Background: an optimization exercise with open tools, aiming at small area, a short achievable clock period and few clock cycles per item. Do not read the settings as production practice.
Where RTL was checked, it was by simulation tests only, not by an equivalence proof against the original.
Power figures rest on the tool's default switching activity, not on a simulated workload.

// mdu36
module mdu36 (
    input  wire        clk,
    input  wire        rst,
    input  wire        start,
    input  wire [3:0]  op,
    input  wire        ctm,
    input  wire [35:0] a,
    input  wire [35:0] b,
    input  wire [71:0] c,
    output wire        ready,
    output reg         done,
    output wire [35:0] result,
    output wire [35:0] result_hi,
    output reg         dz,
    output reg         ovf,
    output reg         trap
);
Settings: LEC_CHECK=0, CAP_MARGIN=0, CORE_MARGIN=2, CORE_UTILIZATION=40, SETUP_SLACK_MARGIN=5, SLEW_MARGIN=0; clock period 13.0 ns.
run.sh (not shown) runs the stock make flow with config.mk's settings and CLKGATE_MAP_FILE= SYNTH_SCRIPT=/design/flow/synth_recipe.tcl, a recipe that flattens the netlist after the stock synthesis.
Testbench counts at the start, summed over its fixed seeds: cycles 24,010, ops 16,000.
Then changed:
==> flow/flow/run.sh (new file) <==
#!/bin/bash
set -euo pipefail
bash standard.sh BUFFER_PORTS_ARGS="-buffer_cell sky130_fd_sc_hd__buf_2" finish > standard_flow.log 2>&1
==> flow/standard.sh (new file) <==
#!/bin/bash
# synth_recipe.tcl (not shown) runs the flow's synth.tcl, then flattens the netlist and writes it again
# the make line also repeats each setting of config.mk as NAME=value (left out here)
make -C /OpenROAD-flow-scripts/flow DESIGN_CONFIG=/design/flow/config.mk WORK_HOME=/design/flow/orfs CLKGATE_MAP_FILE= SYNTH_SCRIPT=/design/flow/synth_recipe.tcl "${@:-finish}"
- CAP_MARGIN: 0 -> 20
- SLEW_MARGIN: 0 -> 20
removed: flow/run.sh
Result: The changed run finished with timing, DRC and antenna clean; clock power shrinks by a little under a tenth; sequential power barely changes; worst setup slack improves by 9.3 ps; non-clock buffer count shrinks by 3; cell count stays flat; count of clock-buffer cells in the layout grows by 2; global-route usage shrinks by 0.33 points.


Another version of the RTL of mdu36 (not shown whole).
For scale: about 8300 cells after synthesis, roughly 360 flip-flops, ~230 I/O pins, about 70000 um^2 of cells after synthesis.
clock: 13.0 ns
lec_check: 0
cap_margin: 20
core_margin: 2
core_utilization: 40
setup_slack_margin: 3
slew_margin: 20
Stock flow here: none of the scripts above is used.
Testbench counts at the start, summed over its fixed seeds: cycles 24,010, ops 16,000.
Edit:
- SETUP_SLACK_MARGIN: 3 -> 5
Effect:
- The changed run completed without violations
- design area increases by a little under a tenth
- maximum frequency increases by about a fifth
- combinational power increases by about a fifth
- total power increases by roughly a tenth
- clock power stays flat
- non-clock buffer count increases by 274
- routed wire length increases by a little under a tenth
- die area is unchanged
Edit:
- SETUP_SLACK_MARGIN: 5 -> 4.5
Critical path depth came out lower by 27.
Clock-buffer cell count came out lower by 1.
Synthesized area stays the same.
Hold slack degrades by 4.3 ps.
Clock power came out higher by about 3%.
Cell count came out lower by 1.1%.
Power came out lower by 7.5%.
Via count came out lower by 1.9%.
Sequential power barely changes.
Core utilization came out lower by 1.7 points.


mdu36, a different RTL version from the one above (not shown whole).
For scale: ~8,000 cells after synthesis, about 350 flip-flops, roughly 230 I/O pins.
==> flow/config.mk <==
export PLATFORM = sky130hd
export DESIGN_NAME = mdu36
export DESIGN_NICKNAME = mdu36
export VERILOG_FILES = /design/flow/design.v
export SDC_FILE = /design/flow/constraint.sdc
export NUM_CORES = 4
export LEC_CHECK = 0
export CAP_MARGIN = 20
export CORE_MARGIN = 2
export CORE_UTILIZATION = 40
export SETUP_SLACK_MARGIN = 5
export SLEW_MARGIN = 20
==> flow/constraint.sdc <==
create_clock -name core_clock -period 13.0 [get_ports {clk}]
set_input_delay 2.6000 -clock core_clock [delete_from_list [all_inputs] [get_ports {clk}]]
set_output_delay 2.6000 -clock core_clock [all_outputs]
set_load 0.01 [all_outputs]
The starting point went through all stages and came out clean.
==> next run, changes <==
==> flow/flow/run.sh (new file) <==
#!/bin/bash
set -euo pipefail
bash standard.sh BUFFER_PORTS_ARGS="-buffer_cell sky130_fd_sc_hd__buf_4" SETUP_SLACK_MARGIN=6 finish > standard_flow.log 2>&1
==> flow/standard.sh (new file) <==
#!/bin/bash
# synth_recipe.tcl (not shown) runs the flow's synth.tcl, then flattens the netlist and writes it again
# the make line also repeats each setting of config.mk as NAME=value (left out here)
make -C /OpenROAD-flow-scripts/flow DESIGN_CONFIG=/design/flow/config.mk WORK_HOME=/design/flow/orfs CLKGATE_MAP_FILE= SYNTH_SCRIPT=/design/flow/synth_recipe.tcl "${@:-finish}"
removed: flow/run.sh
What happened: Worst hold slack stays flat; first-iteration DRC count rose by 7.2%; sequential cell count does not change.
No functional check of the RTL was part of any run of this note.


RTL: one of the versions met above, not the one the previous note started from.
Size in the first run: roughly 7,300 cells after synthesis, ~350 flip-flops, about 230 I/O pins, roughly 0.065 mm2 of cells after synthesis.
export LEC_CHECK = 0
export CAP_MARGIN = 20
export CORE_MARGIN = 2
export CORE_UTILIZATION = 40
export SETUP_SLACK_MARGIN = 5
export SLEW_MARGIN = 20
create_clock -name core_clock -period 13.0 [get_ports {clk}]
standard.sh (not shown) runs the stock make flow with config.mk's settings and CLKGATE_MAP_FILE= SYNTH_SCRIPT=/design/flow/synth_recipe.tcl, a recipe that flattens the netlist after the stock synthesis.
==> flow/flow/run.sh <==
#!/bin/bash
set -euo pipefail
bash standard.sh BUFFER_PORTS_ARGS="-buffer_cell sky130_fd_sc_hd__buf_2" SETUP_SLACK_MARGIN=5.5 finish > standard_flow.log 2>&1
The starting point passed the timing, DRC and antenna checks.
Testbench counts at the start, summed over its fixed seeds: cycles 24,010, ops 16,000.
Then changed:
==> flow/run.sh (new file) <==
#!/bin/bash
# synth_recipe.tcl (not shown) runs the flow's synth.tcl, then flattens the netlist and writes it again
# the make line also repeats each setting of config.mk as NAME=value (left out here)
make -C /OpenROAD-flow-scripts/flow DESIGN_CONFIG=/design/flow/config.mk WORK_HOME=/design/flow/orfs CLKGATE_MAP_FILE= SYNTH_SCRIPT=/design/flow/synth_recipe.tcl finish
CORE_UTILIZATION = 55   (was 40)
removed: flow/flow/run.sh
removed: flow/standard.sh
Sequential cell count is unchanged.
Setup slack degrades by 380 ps.
Maximum frequency fell by 4.8%.
Core utilization is higher by 16 points.
Combinational power shrinks by about 7%.
Critical path depth went down by 2.
Power goes down by 5.6%.
Routed wire length goes down by 4.0%.
Then changed:
==> flow/flow/run.sh (new file) <==
#!/bin/bash
set -euo pipefail
bash standard.sh BUFFER_PORTS_ARGS="-buffer_cell sky130_fd_sc_hd__buf_4" SETUP_SLACK_MARGIN=5.5 finish > standard_flow.log 2>&1
==> flow/standard.sh (new file) <==
#!/bin/bash
# synth_recipe.tcl (not shown) runs the flow's synth.tcl, then flattens the netlist and writes it again
# the make line also repeats each setting of config.mk as NAME=value (left out here)
make -C /OpenROAD-flow-scripts/flow DESIGN_CONFIG=/design/flow/config.mk WORK_HOME=/design/flow/orfs CLKGATE_MAP_FILE= SYNTH_SCRIPT=/design/flow/synth_recipe.tcl "${@:-finish}"
CORE_UTILIZATION = 40   (was 55)
removed: flow/run.sh
Outcome: The new run went through all stages and came out clean; die area rises by 37%; core utilization shrinks by 17 points; count of clock-buffer cells in the layout is lower by 11; final cell count went up by 7.2%; via count shrinks by 1.6%; worst hold slack improves by 3.8 ps; register-to-register slack is better by 270 ps; total power rises by 5.7%; sequential share of layout area decreases by 0.18 points; global-route usage is lower by 11 points; critical path depth goes up by 19.
Then changed:
==> flow/run.sh (new file) <==
#!/bin/bash
# synth_recipe.tcl (not shown) runs the flow's synth.tcl, then flattens the netlist and writes it again
# the make line also repeats each setting of config.mk as NAME=value (left out here)
make -C /OpenROAD-flow-scripts/flow DESIGN_CONFIG=/design/flow/config.mk WORK_HOME=/design/flow/orfs CLKGATE_MAP_FILE= SYNTH_SCRIPT=/design/flow/synth_recipe.tcl finish
GPL_ROUTABILITY_DRIVEN = 0   (was unset)
removed: flow/flow/run.sh
removed: flow/standard.sh
Outcome: Total power falls by a few percent. Via count hardly moves. Final area falls slightly. Count of clock-buffer cells in the layout rises by 9. Register-to-register slack gets worse by 160 ps. Worst setup slack gets worse by 340 ps. Final cell count falls slightly. Hold slack stays flat. Critical path depth falls by 19.

## port drivers added, routing unchanged
The results above use ideal ports. As a check the final layouts listed here were re-extracted and re-timed, cells and wires unchanged. Step 1 assumes that a clkbuf_16 drives the clock port and a buf_2 every other input. Step 2 also shifts input and output timing later by t, the mid clock arrival at the registers, as if the neighbouring blocks saw the same clock. Three values: ideal, step 1, step 2; two values: the first two.
run | t, ns | slack for setup (ns) | clock arrival spread, ns | worst register clock-pin slew, ns | worst data-port slew with drivers (ns)
the first run of note 1 | 0.751 | 5.001 / 4.921 / 4.420 | 0.038 / 0.038 | 0.09 / 0.09 | 0.19
the second run of note 1 | 0.780 | 5.011 / 4.939 / 4.556 | 0.072 / 0.073 | 0.10 / 0.10 | 0.21
the first run of note 2 | 0.752 | 2.815 / 2.733 / 2.780 | 0.040 / 0.041 | 0.07 / 0.07 | 0.34
the second run of note 2 | 0.768 | 4.477 / 4.477 / 4.337 | 0.053 / 0.053 | 0.07 / 0.07 | 0.08
the third run of note 2 | 0.753 | 4.481 / 4.392 / 3.977 | 0.040 / 0.040 | 0.07 / 0.07 | 0.10
the first run of note 3 | 0.780 | 5.000 / 4.899 / 4.517 | 0.055 / 0.055 | 0.08 / 0.08 | 0.13
the second run of note 3 | 0.772 | 5.540 / 5.457 / 5.016 | 0.071 / 0.071 | 0.08 / 0.08 | 0.37
the first run of note 4 | 0.748 | 5.373 / 5.292 / 4.870 | 0.039 / 0.039 | 0.08 / 0.08 | 0.21
the second run of note 4 | 0.722 | 4.992 / 4.907 / 4.452 | 0.019 / 0.020 | 0.07 / 0.07 | 0.08
the third run of note 4 | 0.760 | 5.371 / 5.371 / 4.887 | 0.051 / 0.051 | 0.10 / 0.10 | 0.21
the fourth run of note 4 | 0.728 | 5.031 / 4.949 / 4.427 | 0.035 / 0.035 | 0.08 / 0.08 | 0.20
After both steps setup and hold are still met in every run listed. The setup slack of the fourth run of note 4, which loses most, moves by -0.082 ns with the drivers and by -0.604 ns with both steps.
